What follows belongs to an exercise in optimizing a design on an open flow for small area and a short achievable clock period; a production flow would make more cautious choices. Where RTL was checked, it was by simulation tests only, not by an equivalence proof against the original.

==> branch ember <==
Design memi_bch79, start of the top module:
module memi_bch79 (
    input  wire        clk,
    input  wire        rst_n,
    input  wire        enc_valid,
    input  wire [63:0] enc_data,
    output reg         enc_out_valid,
    output reg  [78:0] enc_code,
    input  wire        dec_valid,
    input  wire [78:0] dec_code,
    output reg         dec_out_valid,
    output reg  [63:0] dec_data,
    output reg  [1:0]  dec_status
);
==> flow/config.mk <==
export PLATFORM = sky130hd
export DESIGN_NAME = memi_bch79
export DESIGN_NICKNAME = memi_bch79
export VERILOG_FILES = /design/flow/design.v
export SDC_FILE = /design/flow/constraint.sdc
export NUM_CORES = 4
export LEC_CHECK = 0
export CAP_MARGIN = 20
export CORE_MARGIN = 2
export CORE_UTILIZATION = 50
export SLEW_MARGIN = 20
==> flow/constraint.sdc <==
create_clock -name core_clock -period 20.0 [get_ports {clk}]
set_input_delay 4.0000 -clock core_clock [delete_from_list [all_inputs] [get_ports {clk}]]
set_output_delay 4.0000 -clock core_clock [all_outputs]
set_load 0.01 [all_outputs]
standard.sh (not shown) runs the stock make flow with config.mk's settings and CLKGATE_MAP_FILE= SYNTH_SCRIPT=/design/flow/synth_recipe.tcl, a recipe that flattens the netlist after the stock synthesis.
==> flow/flow/run.sh <==
#!/bin/bash
# The standard ORFS layout (the standard.sh), with two changes:
# timing repair keeps a setup margin, so that paths are optimised well below
# the 20 ns clock, and the ports get plain buffers.
set -euo pipefail
bash standard.sh SETUP_SLACK_MARGIN=15.4 "BUFFER_PORTS_ARGS=-buffer_cell sky130_fd_sc_hd__buf_2"  finish > orfs_flow.log 2>&1
==> branch raven (differences from branch ember) <==
==> flow/flow/run.sh (replaced) <==
#!/bin/bash
# The standard ORFS layout (the standard.sh), with two changes:
# timing repair keeps a setup margin, so that paths are optimised well below
# the 20 ns clock, and the ports get plain buffers.
set -euo pipefail
bash standard.sh SETUP_SLACK_MARGIN=14.75 "BUFFER_PORTS_ARGS=-buffer_cell sky130_fd_sc_hd__buf_1"  "CTS_ARGS=-sink_clustering_enable -repair_clock_nets -dont_use_dummy_load -sink_clustering_size 30 -sink_clustering_max_diameter 60" finish > orfs_flow.log 2>&1
==> branch umber (differences from branch ember) <==
==> flow/flow/run.sh (replaced) <==
#!/bin/bash
# The standard ORFS layout (the standard.sh), with two changes:
# timing repair keeps a setup margin, so that paths are optimised well below
# the 20 ns clock, and the ports get plain buffers.
set -euo pipefail
bash standard.sh SETUP_SLACK_MARGIN=14.6 "BUFFER_PORTS_ARGS=-buffer_cell sky130_fd_sc_hd__buf_1"  finish > orfs_flow.log 2>&1
--- a/flow/config.mk
+++ b/flow/config.mk
@@ -7,5 +7,5 @@
 export LEC_CHECK = 0
 export CAP_MARGIN = 20
 export CORE_MARGIN = 2
-export CORE_UTILIZATION = 50
+export CORE_UTILIZATION = 57
 export SLEW_MARGIN = 20
==> branch juniper (differences from branch ember) <==
==> flow/flow/run.sh (replaced) <==
#!/bin/bash
# The standard ORFS layout (the standard.sh), with two changes:
# timing repair keeps a setup margin, so that paths are optimised well below
# the 20 ns clock, and the ports get plain buffers.
set -euo pipefail
bash standard.sh SETUP_SLACK_MARGIN=15.0 "BUFFER_PORTS_ARGS=-buffer_cell sky130_fd_sc_hd__buf_2"  finish > orfs_flow.log 2>&1
==> summary.txt <==
Post-route fraction of the period consumed by the critical path: branch juniper 0.2524; branch raven 0.2604; branch ember 0.2666; branch umber 0.2723
Number of placement rows: branch juniper 67; branch raven 67; branch ember 67; branch umber 63
Post-Route WL: branch juniper 55,970 um; branch raven 55,230 um; branch ember 74,460 um; branch umber 55,780 um
Setup Fix Bufs, Post-CTS: branch juniper 5; branch raven 0; branch ember 93; branch umber 1
Setup crit end kind: branch juniper output port; branch raven flop; branch ember flop; branch umber flop
Kind of start point of the critical path: branch juniper flop; branch raven input port; branch ember input port; branch umber input port
Data required time of the critical path: branch juniper 16.00 ns; branch raven 20.39 ns; branch ember 20.49 ns; branch umber 20.46 ns
Depth of the worst register-to-register path: branch juniper 15; branch raven 12; branch ember 12; branch umber 14
Setup repair after global routing missed its margin: branch juniper yes; branch raven yes; branch ember yes; branch umber no
Run status: branch juniper no timing/DRC/antenna violations; branch raven no timing/DRC/antenna violations; branch ember no timing/DRC/antenna violations; branch umber no timing/DRC/antenna violations
Clk Latency, worst-skew pair: branch juniper 0.59 ns; branch raven 0.58 ns; branch ember 0.60 ns; branch umber 0.58 ns
Placed standard-cell area: branch juniper 20,070 um2; branch raven 18,750 um2; branch ember 20,070 um2; branch umber 18,380 um2
Filler Cell Count: branch juniper 2,664; branch raven 3,066; branch ember 1,836; branch umber 2,400
Source of the worst register-to-register timing path: branch juniper y2[1]$_DFF_P_; branch raven u2[3]$_DFF_P_; branch ember y2[1]$_DFF_P_; branch umber u2[6]$_DFF_P_
Transition time of the tightest slew-check pin: branch juniper 0.9693 ns; branch raven 0.9344 ns; branch ember 0.9943 ns; branch umber 1.243 ns
Number of CTS-inserted buffers: branch juniper 31; branch raven 23; branch ember 31; branch umber 31
Vias in the first global route: branch juniper 13,740; branch raven 13,470; branch ember 14,760; branch umber 13,790
Final HPWL DP: branch juniper 43,150 um; branch raven 43,130 um; branch ember 43,150 um; branch umber 42,450 um


==> inputs of 08-22 <==
Starting RTL as in the previous note.
Design memi_bch79, start of the top module:
module memi_bch79 (
    input  wire        clk,
    input  wire        rst_n,
    input  wire        enc_valid,
    input  wire [63:0] enc_data,
    output reg         enc_out_valid,
    output reg  [78:0] enc_code,
    input  wire        dec_valid,
    input  wire [78:0] dec_code,
    output reg         dec_out_valid,
    output reg  [63:0] dec_data,
    output reg  [1:0]  dec_status
);
Settings: LEC_CHECK=0, CAP_MARGIN=20, CORE_MARGIN=2, CORE_UTILIZATION=50, PLACE_DENSITY=0.75, SLEW_MARGIN=20; clock period 20.0 ns.
==> flow/flow/run.sh <==
#!/bin/bash
# The standard ORFS layout (the standard.sh), with two changes:
# timing repair keeps a setup margin, so that paths are optimised well below
# the 20 ns clock, and the ports get plain buffers.
set -euo pipefail
bash standard.sh SETUP_SLACK_MARGIN=14.75 "BUFFER_PORTS_ARGS=-buffer_cell sky130_fd_sc_hd__buf_1"  "CTS_ARGS=-sink_clustering_enable -repair_clock_nets -dont_use_dummy_load -sink_clustering_size 30 -sink_clustering_max_diameter 60" finish > orfs_flow.log 2>&1
==> inputs of 10-03, as changes to 08-22 <==
--- a/flow/design.v
+++ b/flow/design.v
@@ -641,80 +641,84 @@
     assign ts[6] = ^(s3_q & 7'h22);
     wire [6:0] y_v = ({7{w_inv3[0]}} & ls[0]) ^ ({7{w_inv3[1]}} & ls[1]) ^
                      ({7{w_inv3[2]}} & ls[2]) ^ ({7{w_inv3[3]}} & ls[3]) ^
                      ({7{w_inv3[4]}} & ls[4]) ^ ({7{w_inv3[5]}} & ls[5]) ^
                      ({7{w_inv3[6]}} & ls[6]);
     wire       trc = ~^(w_inv3 & ts);
+    wire [6:0] ubx [0:6];
+    assign ubx[0][0] = ^(u_q & 7'h1);
+    assign ubx[0][1] = ^(u_q & 7'h2);
+    assign ubx[0][2] = ^(u_q & 7'h4);
+    assign ubx[0][3] = ^(u_q & 7'h8);
+    assign ubx[0][4] = ^(u_q & 7'h10);
+    assign ubx[0][5] = ^(u_q & 7'h20);
+    assign ubx[0][6] = ^(u_q & 7'h40);
+    assign ubx[1][0] = ^(u_q & 7'h40);
+    assign ubx[1][1] = ^(u_q & 7'h1);
+    assign ubx[1][2] = ^(u_q & 7'h2);
+    assign ubx[1][3] = ^(u_q & 7'h44);
+    assign ubx[1][4] = ^(u_q & 7'h8);
+    assign ubx[1][5] = ^(u_q & 7'h10);
+    assign ubx[1][6] = ^(u_q & 7'h20);
+    assign ubx[2][0] = ^(u_q & 7'h20);
+    assign ubx[2][1] = ^(u_q & 7'h40);
+    assign ubx[2][2] = ^(u_q & 7'h1);
+    assign ubx[2][3] = ^(u_q & 7'h22);
+    assign ubx[2][4] = ^(u_q & 7'h44);
+    assign ubx[2][5] = ^(u_q & 7'h8);
+    assign ubx[2][6] = ^(u_q & 7'h10);
+    assign ubx[3][0] = ^(u_q & 7'h10);
+    assign ubx[3][1] = ^(u_q & 7'h20);
+    assign ubx[3][2] = ^(u_q & 7'h40);
+    assign ubx[3][3] = ^(u_q & 7'h11);
+    assign ubx[3][4] = ^(u_q & 7'h22);
+    assign ubx[3][5] = ^(u_q & 7'h44);
+    assign ubx[3][6] = ^(u_q & 7'h8);
+    assign ubx[4][0] = ^(u_q & 7'h8);
+    assign ubx[4][1] = ^(u_q & 7'h10);
+    assign ubx[4][2] = ^(u_q & 7'h20);
+    assign ubx[4][3] = ^(u_q & 7'h48);
+    assign ubx[4][4] = ^(u_q & 7'h11);
+    assign ubx[4][5] = ^(u_q & 7'h22);
+    assign ubx[4][6] = ^(u_q & 7'h44);
+    assign ubx[5][0] = ^(u_q & 7'h44);
+    assign ubx[5][1] = ^(u_q & 7'h8);
+    assign ubx[5][2] = ^(u_q & 7'h10);
+    assign ubx[5][3] = ^(u_q & 7'h64);
+    assign ubx[5][4] = ^(u_q & 7'h48);
+    assign ubx[5][5] = ^(u_q & 7'h11);
+    assign ubx[5][6] = ^(u_q & 7'h22);
+    assign ubx[6][0] = ^(u_q & 7'h22);
+    assign ubx[6][1] = ^(u_q & 7'h44);
+    assign ubx[6][2] = ^(u_q & 7'h8);
+    assign ubx[6][3] = ^(u_q & 7'h32);
+    assign ubx[6][4] = ^(u_q & 7'h64);
+    assign ubx[6][5] = ^(u_q & 7'h48);
+    assign ubx[6][6] = ^(u_q & 7'h11);
+    wire [6:0] x1_v = ({7{y_v[0]}} & ubx[0]) ^
+                      ({7{y_v[1]}} & ubx[1]) ^
+                      ({7{y_v[2]}} & ubx[2]) ^
+                      ({7{y_v[3]}} & ubx[3]) ^
+                      ({7{y_v[4]}} & ubx[4]) ^
+                      ({7{y_v[5]}} & ubx[5]) ^
+                      ({7{y_v[6]}} & ubx[6]);
     reg        v2;
     reg [63:0] d2;
-    reg [6:0]  u2, y2;
+    reg [6:0]  u2, x1_q;
     reg        p2, trc2, u_nz2, s3_nz2;
     always @(posedge clk) begin
         v2     <= rst_n & v1;
         d2     <= d1;
         u2     <= u_q;
-        y2     <= y_v;
+        x1_q     <= x1_v;
         p2     <= p_q;
         trc2   <= trc;
         u_nz2  <= |u_q;
         s3_nz2 <= |s3_q;
     end
-    wire [6:0] ubx [0:6];
-    assign ubx[0][0] = ^(u2 & 7'h1);
-    assign ubx[0][1] = ^(u2 & 7'h2);
-    assign ubx[0][2] = ^(u2 & 7'h4);
-    assign ubx[0][3] = ^(u2 & 7'h8);
-    assign ubx[0][4] = ^(u2 & 7'h10);
-    assign ubx[0][5] = ^(u2 & 7'h20);
-    assign ubx[0][6] = ^(u2 & 7'h40);
-    assign ubx[1][0] = ^(u2 & 7'h40);
-    assign ubx[1][1] = ^(u2 & 7'h1);
-    assign ubx[1][2] = ^(u2 & 7'h2);
-    assign ubx[1][3] = ^(u2 & 7'h44);
-    assign ubx[1][4] = ^(u2 & 7'h8);
-    assign ubx[1][5] = ^(u2 & 7'h10);
-    assign ubx[1][6] = ^(u2 & 7'h20);
-    assign ubx[2][0] = ^(u2 & 7'h20);
-    assign ubx[2][1] = ^(u2 & 7'h40);
-    assign ubx[2][2] = ^(u2 & 7'h1);
-    assign ubx[2][3] = ^(u2 & 7'h22);
-    assign ubx[2][4] = ^(u2 & 7'h44);
-    assign ubx[2][5] = ^(u2 & 7'h8);
-    assign ubx[2][6] = ^(u2 & 7'h10);
-    assign ubx[3][0] = ^(u2 & 7'h10);
-    assign ubx[3][1] = ^(u2 & 7'h20);
-    assign ubx[3][2] = ^(u2 & 7'h40);
-    assign ubx[3][3] = ^(u2 & 7'h11);
-    assign ubx[3][4] = ^(u2 & 7'h22);
-    assign ubx[3][5] = ^(u2 & 7'h44);
-    assign ubx[3][6] = ^(u2 & 7'h8);
-    assign ubx[4][0] = ^(u2 & 7'h8);
-    assign ubx[4][1] = ^(u2 & 7'h10);
-    assign ubx[4][2] = ^(u2 & 7'h20);
-    assign ubx[4][3] = ^(u2 & 7'h48);
-    assign ubx[4][4] = ^(u2 & 7'h11);
-    assign ubx[4][5] = ^(u2 & 7'h22);
-    assign ubx[4][6] = ^(u2 & 7'h44);
-    assign ubx[5][0] = ^(u2 & 7'h44);
-    assign ubx[5][1] = ^(u2 & 7'h8);
-    assign ubx[5][2] = ^(u2 & 7'h10);
-    assign ubx[5][3] = ^(u2 & 7'h64);
-    assign ubx[5][4] = ^(u2 & 7'h48);
-    assign ubx[5][5] = ^(u2 & 7'h11);
-    assign ubx[5][6] = ^(u2 & 7'h22);
-    assign ubx[6][0] = ^(u2 & 7'h22);
-    assign ubx[6][1] = ^(u2 & 7'h44);
-    assign ubx[6][2] = ^(u2 & 7'h8);
-    assign ubx[6][3] = ^(u2 & 7'h32);
-    assign ubx[6][4] = ^(u2 & 7'h64);
-    assign ubx[6][5] = ^(u2 & 7'h48);
-    assign ubx[6][6] = ^(u2 & 7'h11);
-    wire [6:0] x1  = ({7{y2[0]}} & ubx[0]) ^ ({7{y2[1]}} & ubx[1]) ^
-                     ({7{y2[2]}} & ubx[2]) ^ ({7{y2[3]}} & ubx[3]) ^
-                     ({7{y2[4]}} & ubx[4]) ^ ({7{y2[5]}} & ubx[5]) ^
-                     ({7{y2[6]}} & ubx[6]);
+    wire [6:0] x1  = x1_q;
     wire [6:0] x2  = x1 ^ u2;
     wire       u_nz  = u_nz2;
     wire       s3_nz = s3_nz2;
     wire       x1_z  = ~|x1;
     wire       in1   = in_range(x1);
     wire       in2   = in_range(x2);
==> flow/flow/run.sh (replaced) <==
#!/bin/bash
# The standard ORFS layout (the standard.sh), with two changes:
# timing repair keeps a setup margin, so that paths are optimised well below
# the 20 ns clock, and the ports get plain buffers.
set -euo pipefail
bash standard.sh SETUP_SLACK_MARGIN=14.6 "BUFFER_PORTS_ARGS=-buffer_cell sky130_fd_sc_hd__buf_2"  finish > orfs_flow.log 2>&1
- PLACE_DENSITY: 0.75 -> unset
==> inputs of 03-12, as changes to 08-22 <==
==> flow/flow/run.sh (replaced) <==
#!/bin/bash
# The standard ORFS layout (the standard.sh), with two changes:
# timing repair keeps a setup margin, so that paths are optimised well below
# the 20 ns clock, and the ports get plain buffers.
set -euo pipefail
bash standard.sh SETUP_SLACK_MARGIN=14.6 "BUFFER_PORTS_ARGS=-buffer_cell sky130_fd_sc_hd__buf_1"  "CTS_ARGS=-sink_clustering_enable -repair_clock_nets -dont_use_dummy_load" finish > orfs_flow.log 2>&1
- PLACE_DENSITY: 0.75 -> unset
==> results.yml <==
cts:
  htree_levels: 2
worst_setup_path:
  cpMaxStageDelayCell: "xnor2_1"
outcome:
  status: "no timing/DRC/antenna violations"
synth:
  synth_xor_area_frac: 0.359
cells_and_area:
  layout.nonclk_buf_frac: 0.0619
grt:
  grt_usage: 0.308
(the above is from 03-12)
==> results.yml <==
outcome:
  status: "no timing/DRC/antenna violations"
worst_hold_path:
  holdPathEnd: "d2[60]$_DFF_P_"
cells_and_area:
  layout.nonclk_buf_frac: 0.0628
  multi_input_cells: 1358
worst_setup_path:
  cpMaxStageDelayCell: "xnor2_2"
grt:
  grt_usage: 0.299
cts:
  htree_levels: 1
(the above is from 08-22)
==> results.yml <==
cells_and_area:
  n_sequential_cell: 312
  layout.nonclk_buf_frac: 0.110
outcome:
  status: "no timing/DRC/antenna violations"
grt:
  grt_usage: 0.326
worst_setup_path:
  cpMaxStageDelayCell: "or4b_4"
cts:
  htree_levels: 2
(the above is from 10-03)
For 10-03, only the layout was checked, not whether the RTL still works.

[port drivers added, routing unchanged]
How much do the figures lean on ideal ports? The routed layouts below were timed once more, with nothing changed but the port constraints.
Step 1 sets driving cells, clkbuf_16 on the clock port and buf_2 on the other inputs (assumed; they add their load-dependent delay and slew).
Step 2 also shifts input and output timing later by t, the mid clock arrival at the registers, as if the neighbouring blocks saw the same clock.
Slacks: ideal / step 1 / step 2; pairs: ideal / step 1.
run	t (ns)	slack for setup (ns)	worst hold slack (ns)	worst setup path at the end
branch ember	0.651	14.667 / 14.706 / 14.055	0.326 / 0.326 / 0.326	input to register
branch raven	0.586	14.792 / 14.787 / 14.229	0.299 / 0.299 / 0.299	input to register
branch umber	0.621	14.554 / 14.568 / 13.947	0.322 / 0.322 / 0.322	input to register
branch juniper	0.632	14.951 / 14.897 / 14.367	0.326 / 0.326 / 0.326	input to register
08-22	0.562	14.740 / 14.767 / 14.204	0.304 / 0.304 / 0.304	input to register
10-03	0.597	14.510 / 14.510 / 14.046	0.317 / 0.317 / 0.317	input to register
03-12	0.579	14.628 / 14.655 / 14.076	0.284 / 0.284 / 0.284	input to register
After both steps setup and hold are still met in every run listed. For branch ember, which loses most, drivers alone change the setup slack by +0.039 ns; drivers and shift together by -0.612 ns.
